This design comes from an exercise in tuning for small area, a short achievable clock period and few clock cycles per item on the open sky130 flow, not from production work.
No functional check of the RTL was part of this run.
Power figures rest on the tool's default switching activity, not on a simulated workload.

$ cat flow/config.mk
export PLATFORM = sky130hd
export DESIGN_NAME = boholt_dec
export DESIGN_NICKNAME = boholt_dec
export VERILOG_FILES = /design/flow/design.v
export SDC_FILE = /design/flow/constraint.sdc
export NUM_CORES = 4
export LEC_CHECK = 0
export CAP_MARGIN = 20
export CORE_MARGIN = 2
export CORE_UTILIZATION = 60
export CTS_BUF_LIST = sky130_fd_sc_hd__clkbuf_4 sky130_fd_sc_hd__clkbuf_8
export CTS_CLUSTER_DIAMETER = 60
export CTS_CLUSTER_SIZE = 16
export PLACE_DENSITY = 0.75
export SETUP_SLACK_MARGIN = 5
export SLEW_MARGIN = 20
$ cat flow/constraint.sdc
create_clock -name core_clock -period 12.0 [get_ports {clk}]
set_input_delay 2.4000 -clock core_clock [delete_from_list [all_inputs] [get_ports {clk}]]
set_output_delay 2.4000 -clock core_clock [all_outputs]
set_load 0.01 [all_outputs]
$ cat flow/design.v
module boholt_dec (
    input  wire        clk,
    input  wire        rst,
    input  wire        in_valid,
    input  wire [31:0] in_data,
    input  wire        in_last,
    output reg         in_ready,
    output reg         out_valid,
    output reg  [15:0] out_item,
    output reg         done,
    output wire [2:0]  res_fault,
    output wire [12:0] res_fault_pos,
    output wire        res_crc_bad,
    output wire [12:0] res_count,
    output wire        hist_we,
    output wire [11:0] hist_waddr,
    output wire [15:0] hist_wdata,
    output reg         hist_re,
    output reg  [11:0] hist_raddr,
    input  wire [15:0] hist_rdata
);
    localparam [15:0] SYNC = 16'hB0B7;
    localparam [31:0] CRC_RESIDUE = 32'hDEBB20E3;
    localparam [2:0] F_NONE     = 3'd0,
                     F_ILLEGAL  = 3'd1,
                     F_DISTANCE = 3'd2,
                     F_OVERRUN  = 3'd3,
                     F_TRUNC    = 3'd4,
                     F_HEADER   = 3'd5;
    localparam [1:0] S_HDR   = 2'd0,    
                     S_CHK   = 2'd1,    
                     S_BODY  = 2'd2,    
                     S_DRAIN = 2'd3;    
    localparam [2:0] T_LIT   = 3'd0,
                     T_SRUN  = 3'd1,
                     T_LRUN  = 3'd2,
                     T_MATCH = 3'd3,
                     T_EOB   = 3'd4,
                     T_ILL   = 3'd5,
                     T_STO   = 3'd6,    
                     T_LIM   = 3'd7;    
    function [15:0] crc16_16(input [15:0] c, input [15:0] d);
        integer i;
        reg [15:0] x;
        begin
            x = c ^ {d[7:0], 8'h00};
            for (i = 0; i < 8; i = i + 1)
                x = x[15] ? ((x << 1) ^ 16'h1021) : (x << 1);
            x = x ^ {d[15:8], 8'h00};
            for (i = 0; i < 8; i = i + 1)
                x = x[15] ? ((x << 1) ^ 16'h1021) : (x << 1);
            crc16_16 = x;
        end
    endfunction
    function [31:0] crc32_16(input [31:0] c, input [15:0] d);
        integer i;
        reg [31:0] x;
        begin
            x = c ^ {16'd0, d};
            for (i = 0; i < 16; i = i + 1)
                x = x[0] ? ((x >> 1) ^ 32'hEDB88320) : (x >> 1);
            crc32_16 = x;
        end
    endfunction
    reg  [1:0]  st;
    reg  [2:0]  hw;              
    reg  [1:0]  hidx;            
    reg         hhalf;           
    reg         l1;              
    reg  [31:0] s0, s1;
    reg         v0, v1;          
    reg  [4:0]  o;               
    reg         lp0, lp1;        
    reg         pay_end;         
    reg  [1:0]  ph;              
    reg  [11:0] wl;              
    reg         wl_nz;           
    reg  [1:0]  pl_lo;           
    reg         cut, stored;
    reg  [12:0] room;            
    reg  [12:0] n_p;             
    reg  [2:0]  fault;
    reg         crc_bad;
    reg         tdone;           
    reg         mb;              
    reg         pdone;           
    reg         end_req;         
    reg  [31:0] crc;             
    reg         f_w1bad, f_c0, f_plnc, f_plc, f_st, f_pz;
    reg         tok_v;
    reg  [2:0]  tok_c;
    reg  [25:0] tok_w;           
    reg  [11:0] cp_n;            
    reg         e_idle;          
    reg         e_le1;           
    reg         cp_ram;          
    reg         cp_p2;           
    reg         pre_q;           
    reg         rd_done;         
    reg         flt;             
    reg  [15:0] prev2;
    reg  [11:0] wcnt;            
    assign res_fault     = fault;
    assign res_fault_pos = flt ? n_p : 13'd0;
    assign res_crc_bad   = crc_bad;
    assign res_count     = n_p;
    wire blk_end;                
    wire hdr_fail;               
    wire        at_max  = (room == 13'd0);
    wire [11:0] d_m1    = tok_w[15:4];                 
    reg  [11:0] len_m1;                                
    always @(*) begin
        case (tok_c)
            T_SRUN:  len_m1 = {8'd0, tok_w[5:2]};
            T_LRUN:  len_m1 = tok_w[14:3];
            default: len_m1 = {2'd0, tok_w[25:16]} + 12'd2;
        endcase
    end
    wire        t_lit   = (tok_c == T_LIT || tok_c == T_STO);
    wire        t_cp    = (tok_c == T_SRUN || tok_c == T_LRUN || tok_c == T_MATCH);
    wire        t_ram   = (tok_c == T_MATCH) && (d_m1[11:1] != 11'd0);
    wire        t_p2    = (tok_c == T_MATCH) && (d_m1 == 12'd1);
    wire        over    = {1'b0, len_m1} >= room;      
    wire        dist_bad = (tok_c == T_MATCH) ? ({1'b0, d_m1} >= n_p) : (n_p == 13'd0);
    wire pop = (st == S_BODY) && tok_v && !pdone && e_idle && (!t_ram || rd_done);
    reg        k_end;
    reg [2:0]  k_fault;
    reg        k_push;
    always @(*) begin
        k_end   = 1'b0;
        k_fault = F_NONE;
        k_push  = 1'b0;
        if (stored && at_max) begin
            k_end = 1'b1;
        end else case (tok_c)
            T_LIT, T_STO: begin
                if (at_max) begin k_end = 1'b1; k_fault = F_OVERRUN; end
                else k_push = 1'b1;
            end
            T_SRUN, T_LRUN, T_MATCH: begin
                if (dist_bad)  begin k_end = 1'b1; k_fault = F_DISTANCE; end
                else if (over) begin k_end = 1'b1; k_fault = F_OVERRUN; end
                else k_push = 1'b1;
            end
            T_EOB: begin
                k_end = 1'b1;
                if (!at_max && !cut) k_fault = F_TRUNC;
            end
            T_ILL: begin
                k_end = 1'b1; k_fault = F_ILLEGAL;
            end
            default: begin   
                k_end = 1'b1;
                if (!cut) k_fault = F_TRUNC;
            end
        endcase
    end
    wire go    = pop && k_push;
    wire go_cp = go && t_cp;
    wire emit  = !e_idle || go;
    wire e_le1_n   = !e_idle ? ((cp_n[11:2] == 10'd0) && !(cp_n[1] && cp_n[0])) : 1'b1;
    wire rd_first  = e_le1_n && (st == S_BODY) && (tok_v || mb) && !pdone && !pop && t_ram && !pre_q;
    wire rd_second = pre_q;
    wire rd_third  = pop && t_ram;
    wire rd_more   = !e_idle && cp_ram && (cp_n[11:2] != 10'd0 || cp_n[1:0] == 2'd3);
    assign hist_we    = out_valid;
    assign hist_waddr = wcnt;
    assign hist_wdata = out_item;
    reg [15:0] eval;
    always @(*) begin
        if (!e_idle)
            eval = cp_ram ? hist_rdata : cp_p2 ? prev2 : out_item;
        else if (t_ram)
            eval = hist_rdata;
        else if (t_p2)
            eval = prev2;
        else if (t_cp)
            eval = out_item;
        else
            eval = (tok_c == T_STO) ? tok_w[15:0] : tok_w[16:1];
    end
    always @(posedge clk) begin
        out_valid <= emit;
        done      <= end_req && e_idle && !done;
        if (done) begin
            end_req <= 1'b0;
            wcnt    <= 12'hFFF;
        end
        if (emit) begin
            out_item <= eval;
            prev2    <= out_item;
            wcnt     <= wcnt + 12'd1;
        end
        hist_re    <= rd_first || rd_second || rd_third || rd_more;
        hist_raddr <= rd_first ? n_p[11:0] + ~d_m1 : hist_raddr + 12'd1;
        pre_q      <= rd_first;
        rd_done    <= pre_q;
        if (!e_idle) begin
            cp_n   <= cp_n - 12'd1;
            e_idle <= e_le1;
            e_le1  <= (cp_n[11:2] == 10'd0) && !(cp_n[1] && cp_n[0]);
        end else if (go_cp) begin
            cp_n   <= len_m1;
            e_idle <= (len_m1 == 12'd0);
            e_le1  <= (len_m1[11:1] == 11'd0);
            cp_ram <= t_ram;
            cp_p2  <= t_p2;
        end
        if (blk_end || hdr_fail)
            end_req <= 1'b1;
        if (rst) begin
            cp_n      <= 12'd0;
            e_idle    <= 1'b1;
            e_le1     <= 1'b1;
            rd_done   <= 1'b0;
            pre_q     <= 1'b0;
            hist_re   <= 1'b0;
            out_valid <= 1'b0;
            done      <= 1'b0;
            end_req   <= 1'b0;
            wcnt      <= 12'hFFF;
        end
    end
    wire [63:0] dw  = {s1, s0};
    wire [16:0] win = dw[o +: 17];
    wire       tk = !stored && !mb;
    wire [6:0] c;
    assign c[0] = tk && !win[0];
    assign c[1] = tk && win[0] && !win[1];
    assign c[2] = tk && win[1:0] == 2'b11 && !win[2];
    assign c[3] = tk && win[2:0] == 3'b111 && !win[3];
    assign c[4] = tk && win[3:0] == 4'b1111;
    assign c[5] = stored && !mb;
    assign c[6] = mb;
    wire [5:0] lastbits = (pl_lo == 2'd0) ? 6'd32 : {1'b0, pl_lo, 3'b000};
    wire [6:0] avail    = lp0 ? {1'b0, lastbits} - {2'b0, o}
                              : 7'd32 - {2'b0, o} + {1'b0, lastbits};
    wire       near_end = lp0 || lp1;
    reg  [4:0] tl [0:6];         
    reg  [4:0] tn [0:6];         
    reg  [6:0] ge, gt, lh;       
    reg  [4:0] o_next;
    reg        retire_c, wait_c, lim_c;
    integer ci;
    always @(*) begin
        tl[0] = 5'd17; tl[1] = 5'd6; tl[2] = 5'd15; tl[3] = 5'd16;
        tl[4] = 5'd5;  tl[5] = 5'd16; tl[6] = 5'd10;
        tn[0] = 5'd17; tn[1] = 5'd6; tn[2] = 5'd15; tn[3] = 5'd26;
        tn[4] = 5'd5;  tn[5] = 5'd16; tn[6] = 5'd10;
        o_next   = 5'd0;
        retire_c = 1'b0;
        wait_c   = 1'b0;
        lim_c    = 1'b0;
        for (ci = 0; ci < 7; ci = ci + 1) begin
            ge[ci] = ({1'b0, o} + {1'b0, tl[ci]}) >= 6'd32;
            gt[ci] = ({1'b0, o} + {1'b0, tn[ci]}) >  6'd32;
            lh[ci] = {2'b0, tn[ci]} > avail;
            if (c[ci]) begin
                o_next   = o_next | (o + tl[ci]);
                retire_c = retire_c | ge[ci];
                wait_c   = wait_c | gt[ci];
                lim_c    = lim_c | lh[ci];
            end
        end
    end
    wire lim_hit = !mb && (pay_end || (near_end && lim_c));
    wire wait_w  = !v1 && !lp0 && wait_c;
    reg [2:0] t_cls;
    always @(*) begin
        if (lim_hit)   t_cls = T_LIM;
        else if (c[5]) t_cls = T_STO;
        else if (c[0]) t_cls = T_LIT;
        else if (c[1]) t_cls = T_SRUN;
        else if (c[2]) t_cls = T_LRUN;
        else if (c[3] || mb) t_cls = T_MATCH;
        else if (!win[4]) t_cls = T_EOB;
        else           t_cls = T_ILL;
    end
    wire t_last = lim_hit || (c[4] && !stored);    
    wire tstop    = tdone || pdone;
    wire tok_free = !tok_v || pop;
    wire ten      = (st == S_BODY) && !tstop && tok_free &&
                    (pay_end || (v0 && !wait_w));
    wire retire0 = ten && retire_c;                    
    wire xfer    = v1 && (tstop || !v0 || retire0);
    wire take    = in_valid && in_ready;
    wire [13:0] h_plen  = s1[26:13];
    wire [12:0] h_count = s1[12:0];
    wire        h_cut   = s1[26];
    wire        h_stored = s1[24];
    wire hdr_bad = (s0[15:0] != SYNC) || (crc[15:0] != s0[31:16]) ||
                   f_w1bad || (s1[31:29] != 3'd0) ||
                   (f_c0 && !h_cut) ||
                   (!h_cut && f_plnc) || (h_cut && f_plc) ||
                   (h_stored && !h_cut && f_st);
    assign blk_end  = (st == S_BODY) && pdone && !wl_nz && !v1 && (ph == 2'd0);
    wire   chk_go   = (st == S_CHK) && !end_req;
    assign hdr_fail = chk_go && hdr_bad;
    reg rdy_n;
    always @(*) begin
        case (st)
            S_HDR:   rdy_n = take ? (hw == 3'd0) : (hw != 3'd4);
            S_CHK:   rdy_n = chk_go && (hdr_bad || !(h_cut && f_pz));
            S_BODY:  rdy_n = blk_end || (!take && wl_nz && !(v1 && !xfer));
            default: rdy_n = 1'b1;
        endcase
    end
    always @(posedge clk) begin
        in_ready <= rdy_n;
        if (in_ready) begin
            s1 <= in_data;
            l1 <= in_last;
        end
        case (st)
            S_HDR: begin
                if (v1) begin
                    if (hidx == 2'd0) begin
                        s0        <= s1;
                        crc[15:0] <= 16'hFFFF;
                    end else
                        crc[15:0] <= crc16_16(crc[15:0], hhalf ? s1[31:16] : s1[15:0]);
                    if (hidx == 2'd1 && !hhalf) begin
                        f_w1bad <= (s1[31:30] != 2'd0) || (s1[29:27] > 3'd4) ||
                                   (h_count > 13'd4096);
                        f_c0    <= (h_count == 13'd0);
                        f_plnc  <= (h_plen[1:0] != 2'd0) || (h_plen > 14'd8192);
                        f_plc   <= (h_plen > 14'd8708);
                        f_st    <= (h_plen != {h_count[12:1] + {12'd0, h_count[0]}, 2'b00});
                        f_pz    <= (h_plen == 14'd0);
                        room    <= h_count;
                        wl      <= h_plen[13:2] + {11'd0, (h_plen[1:0] != 2'd0)} + 12'd1;
                        pl_lo   <= h_plen[1:0];
                    end
                    hhalf <= 1'b1;
                    if (hhalf) begin
                        v1 <= 1'b0;
                        if (hidx == 2'd3) st <= S_CHK;
                    end
                end
                if (take) begin
                    v1    <= 1'b1;
                    hidx  <= hw[1:0];
                    hhalf <= (hw == 3'd0);
                    hw    <= hw + 3'd1;
                end
            end
            S_CHK: begin
                if (chk_go) begin
                    hw <= 3'd0;
                    if (hdr_bad) begin
                        fault       <= F_HEADER;
                        flt         <= 1'b1;
                        n_p         <= 13'd0;
                        crc_bad     <= 1'b0;
                        st          <= l1 ? S_HDR : S_DRAIN;
                    end else begin
                        st      <= S_BODY;
                        cut     <= h_cut;
                        stored  <= h_stored;
                        wl      <= h_cut ? wl - 12'd1 : wl;
                        wl_nz   <= !(h_cut && f_pz);
                        if (h_cut && !h_stored && room == 13'd0) room <= 13'd4096;
                        n_p     <= 13'd0;
                        fault   <= F_NONE;
                        flt     <= 1'b0;
                        crc_bad <= 1'b0;
                        crc     <= 32'hFFFFFFFF;
                        tdone   <= 1'b0;
                        mb      <= 1'b0;
                        pdone   <= 1'b0;
                        tok_v   <= 1'b0;
                        pay_end <= f_pz;
                        v0      <= 1'b0;
                        o       <= 5'd0;
                        lp0     <= 1'b0;
                        lp1     <= 1'b0;
                    end
                end
            end
            S_DRAIN: begin
                if (take && in_last) st <= S_HDR;
            end
            default: begin  
                if (ph != 2'd0)
                    crc <= crc32_16(crc, ph[1] ? s0[31:16] : s0[15:0]);
                ph <= (ph == 2'd1) ? 2'd2 : 2'd0;
                if (pop) begin
                    tok_v <= 1'b0;
                    if (k_end) begin
                        pdone <= 1'b1;
                        fault <= k_fault;
                        flt   <= (k_fault != F_NONE);
                    end
                    if (k_push) begin
                        n_p  <= t_cp ? n_p + {1'b0, len_m1} + 13'd1 : n_p + 13'd1;
                        room <= t_cp ? room + {1'b1, ~len_m1} : room - 13'd1;
                    end
                end
                if (ten) begin
                    tok_c <= t_cls;
                    if (mb) begin
                        tok_w[25:16] <= win[9:0];
                        tok_v <= 1'b1;
                        mb    <= 1'b0;
                    end else begin
                        tok_w[16:0] <= win;
                        if (c[3] && !lim_hit) mb <= 1'b1;
                        else tok_v <= 1'b1;
                    end
                    o     <= o_next;
                    if (t_last) tdone <= 1'b1;
                    if (retire_c) begin
                        v0 <= 1'b0;
                        if (lp0) pay_end <= 1'b1;
                    end
                end
                if (take) begin
                    v1    <= 1'b1;
                    wl    <= wl - 12'd1;
                    wl_nz <= (wl != 12'd1);
                    lp1   <= (wl == (cut ? 12'd1 : 12'd2));
                end
                if (xfer) begin
                    s0  <= s1;
                    v0  <= 1'b1;
                    lp0 <= lp1;
                    ph  <= 2'd1;
                    if (!take) v1 <= 1'b0;
                end
                if (blk_end) begin
                    crc_bad     <= !cut && (crc != CRC_RESIDUE);
                    st          <= S_HDR;
                    v0          <= 1'b0;
                end
            end
        endcase
        if (rst) begin
            st          <= S_HDR;
            in_ready    <= 1'b1;
            hw          <= 3'd0;
            v0          <= 1'b0;
            v1          <= 1'b0;
            ph          <= 2'd0;
            tdone       <= 1'b1;
            mb          <= 1'b0;
            pdone       <= 1'b1;
            tok_v       <= 1'b0;
        end
    end
endmodule
$ cat flow/flow/run.sh
#!/bin/bash
# The standard layout (standard.sh, with its synthesis unchanged), with
#  - each port buffered, as the standard flow does, with the smallest buffer
#    cell (timing repair resizes it where needed).
# Every tool's output goes to standard.log in this folder.
set -euo pipefail
MARGIN=8.0
sed "s/SETUP_SLACK_MARGIN=[0-9.]*/SETUP_SLACK_MARGIN=$MARGIN/" standard.sh > standard_margin.sh
export BUFFER_PORTS_ARGS="-buffer_cell sky130_fd_sc_hd__buf_1"
bash standard_margin.sh > standard.log 2>&1
$ cat flow/standard.sh
#!/bin/bash
# synth_recipe.tcl (not shown) runs the flow's synth.tcl, then flattens the netlist and writes it again
# the make line also repeats each setting of config.mk as NAME=value (left out here)
make -C /OpenROAD-flow-scripts/flow DESIGN_CONFIG=/design/flow/config.mk WORK_HOME=/design/flow/orfs CLKGATE_MAP_FILE= SYNTH_SCRIPT=/design/flow/synth_recipe.tcl "${@:-finish}"
==> impl_results.md <==
* Run status: timing/DRC/antenna clean
* Final Util at 68.0%
* DIE HEIGHT at 193 um
* R2r startpoint: tok_c[1]
* Core Region at 35,400 um^2
* Die Wd at 193 um
* Critical path endpoint category: flip-flop
* Post-DR vias/cell at 6.49
* CP required at 12,330 ps
* Root Driver: clkbuf_8
* CTS tree: built
* Drt drc at 0
* EDFF count, synth at 225
* Full die area at 37,300 um^2
* Yosys Warn Count at 3
* Antenna diode instance count at 0
* Clock share of power at between 9 and 10%
* Reg2reg setup slack at 8000 ps
* WL per Instance at 23.0 um
* Largest net degree at the start of global routing at 70
* Unrepaired setup endpoints after global routing: true
* Max-Slew Margin vs Limit at slightly below 8%
* Clock Skews at 47.3 ps
* Nets at roughly 2,500
* Maximum buffer depth of the clock tree at 3
* Hpwl dp at 45.3 mm
* Layout area overhead at 12.0%
* Share of cells above drive strength 1 at 13.7%
* Worst-path maximum fanout at 16
* Static Leak at 8.63 nW
* # rows at 69
* Final Hold Fails at 0
* Fin area at between 20,000 and 25,000 um^2
* Setup TNS at 0 ps
* Initial antenna violation count at 1
* DP Cell Count at 2,703
* Top_reg_cell synth: edfxtp_1
* Worst Hold Class: flip-flop to flip-flop
* Internal power at 4.46 mW
* Final Max Tran Viols at 0
* CP arrival at 4330 ps
* Synthesized instance count at between 2,000 and 2,500
* Reg clk slew, reported paths at 100 ps
* Worst Setup SP: tok_c[1]
* Synthesized cell area at 21,500 um^2
* Clk latency of the worst-skew pair at 620 ps
* H-tree levels at 2
* Worst Reg-to-Reg Cells at 18
* PwrDens at 338 nW/um^2
* Starting density of the core at 60.7%
* Slew @ Worst Pin at roughly 1400 ps
* Placed inst area at 22,200 um^2
* Critical path class: flip-flop to flip-flop
* Vias at 18,400
* First-pass GRT wire length at 96.7 mm
* Final ANT Viol Nets at 0
* Post-synthesis average cell area at 9.72 um^2
* Part of the power in registers at a little under a quarter
* Most frequent cells in the layout: 225 x edfxtp_1, 214 x nand2_1, 208 x xnor2_1, 152 x nor2_1, 141 x buf_1
* Initial DRC Count at 2,013
* IO buf count at about 140
* Net switching power of the design at 3.66 mW
* Hold Crit Start: cp_n[10]
* Hold path depth at 2
* Total clock sinks at between 200 and 300
* Ports at 143
* GRT Residual Overflow at 0
* Synthesis-stage register bit count at roughly 280
* PnR worst setup slack at approximately 8000 ps
* Combinational share of power at 67.5%
* Post-layout minimum cycle time at 4000 ps
* Post-synthesis net count at between 2,000 and 2,500
* Peak supply drop at roughly 0.53 mV
* Final wirelength at 65.1 mm
* Worst Setup Start Kind: flip-flop
* Number of global-route vias before repair at 17,300
* Fmax at 250 MHz
* Pre-CTS WS at 6670 ps
* Num CTS Buffers at 34
* Switching Fraction at a little under half
* Synth unique cells at 91
* Ys async rst share at 0%
* Critical R2R Capture: room[12]
* Post-synthesis sequential area ratio at 36.9%
* Setup violators final at 0
* Worst Hold Endpoint: cp_n[10]
* Final cell count without fillers at around 2,800
* Ratio of final minimum period to clock period at 33.3%
* Pre-antenna DRT Iters at 6
* Total GRT Usage at 33.8%
* Max Cap Viol at 0
* GP Congestion at 1.02
* Commonest non-fill, non-tap cell in the layout: edfxtp_1
[cell families after synthesis]
kind of cell	synth area share (%)
AO/OA/AOI/OAI	14.7
XOR/XNOR	13.9
adder cells (fa/ha/maj)	5.57
buffers and inverters	4.43
flip-flops	36.9
multiplexers	8.77
AND/OR/NAND/NOR	15.8
[metal layers]
layer / vias to the layer above / track usage [%] / wire (um)
met2: 1036 / 55.4 / 30700
met3: 217 / 6.81 / 6020
met1: 8809 / 42.6 / 25100
met5: - / 0 / 0
li1: 8320 / - / -
met4: 0 / 17.5 / 3350
[critical path: stages (launching register included)]
cell and delay (ps):
edfxtp_1 490, buf_6 150, nor2_1 70, nor2_4 160
buf_12 160, o32ai_1 100, a21oi_2 340, nand2_1 110
ha_1 330, a21o_1 180, a21oi_2 180, o21bai_1 120
a21oi_2 180, nor2b_1 70, o21a_1 190, o31a_1 280
o41a_1 420, nor2_1 140, a221oi_2 50
[power groups by stage]
| stage | Clock (mW) | Combinational, mW | Sequential (mW) |
|---|---|---|---|
| finish | 0.791 | 5.48 | 1.85 |
| global route | 0.839 | 5.95 | 1.86 |
| CTS | 0.807 | 5.44 | 1.83 |
| detailed placement | 0 | 5.38 | 1.86 |
| global placement | 0 | 5.26 | 1.85 |
| floorplan | 0 | 4.40 | 1.74 |
[repair_timing]
action,CTS,global route
resized for setup,37,60
pin swaps,5,22
setup buffers,29,32
hold buffers,0,0
endpoints found under the setup margin,217,179
cloned,3,7
[state kept, by name, summed over array words and instances, names as in the netlist, 13 cells and up]
register / flops
n_p: 13
prev2: 16
tok_w: 26
room: 13
s1: 32
s0: 32
out_item: 16
crc: 32
[metrics by stage]
stage               power, mW  hold WS (ps)
global route             8.64           504
finish                   8.13           486
global placement         7.12           455
CTS                      8.08           481
floorplan                6.14           421
detailed placement       7.24           467
[cells in the mapped netlist (all sizes together), types with 5 or more instances]
cell type    n  area (um^2)
o22ai        9         56.3
clkbuf      80          300
xnor2      226         2210
and3        23          144
nor4        21          131
nor4b        6         67.6
xor2        78          754
o21bai       8         60.1
o211ai      22          165
ha          90         1130
a22o        11         96.3
nor2b       47          294
nand3       61          305
or3         15         93.8
inv         87          327
and2        21          131
nand2      216          811
o21ai       98          494
nand2b      32          203
a211o        7         61.3
o2111ai     13          114
o31ai        7         52.6
a31oi       17          106
nor3b        9         67.6
dfxtp       58         1160
nor2       158          593
nor3        38          190
o21ba        5         50.1
a211oi      37          278
a22oi       26          195
mux2i       57          599
mux2        22          248
a21o        16          120
buf         54          318
a21oi      136          681
mux4        46         1040
nand4       23          144
edfxtp     225         6760
or2          9         56.3
o21a        14          105
[final cells by class]
| cell class | count | area (um^2) |
|---|---|---|
| clock buffers | 39 | 524 |
| clock inverters | 21 | 264 |
| fillers | 2797 | 11300 |
| inverters | 89 | 347 |
| multi-input cells | 1707 | 13000 |
| flip-flops and latches | 283 | 7920 |
| well taps | 461 | 577 |
| repair buffers | 233 | 1420 |
| repair inverters | 1 | 7.51 |
[how the worst max path moves through the flow]
stage	end	slack [ps]
4_1_cts	room[8]	8000
6_report	room[12]	8000
3_3_place_gp	s0[1]	6820
3_5_place_dp	s0[3]	6670
2_1_floorplan	s0[0]	8030
5_1_grt	room[12]	7820

[static timing again, ports no longer ideal]
The flow's constraints put no driver on any port. The routed layout listed below was extracted and timed again, unchanged, in two steps. Step 1 (the two cells are an assumption about what drives the block):
set clk [get_ports {clk}]
set_driving_cell -lib_cell sky130_fd_sc_hd__clkbuf_16 $clk
set_driving_cell -lib_cell sky130_fd_sc_hd__buf_2 [delete_from_list [all_inputs] $clk]
Step 2 times the ports against the registers' clock, not the clock port: input delays grow and output delays shrink by t, the midpoint of the rising clock arrivals with the driver on. Three values: ideal, step 1, step 2; two values: the first two.
shift t [ns]: 0.655
setup slack, ns: 8.000 / 8.000 / 7.993
latest minus earliest clock arrival (ns): 0.049 / 0.049
worst slew at a driven data input, ns: 0.04
cell pins on the clock port's net: 1
After both steps setup and hold are still met in this run. The setup slack of this run moves by 0.000 ns with the drivers and by -0.007 ns with both steps.
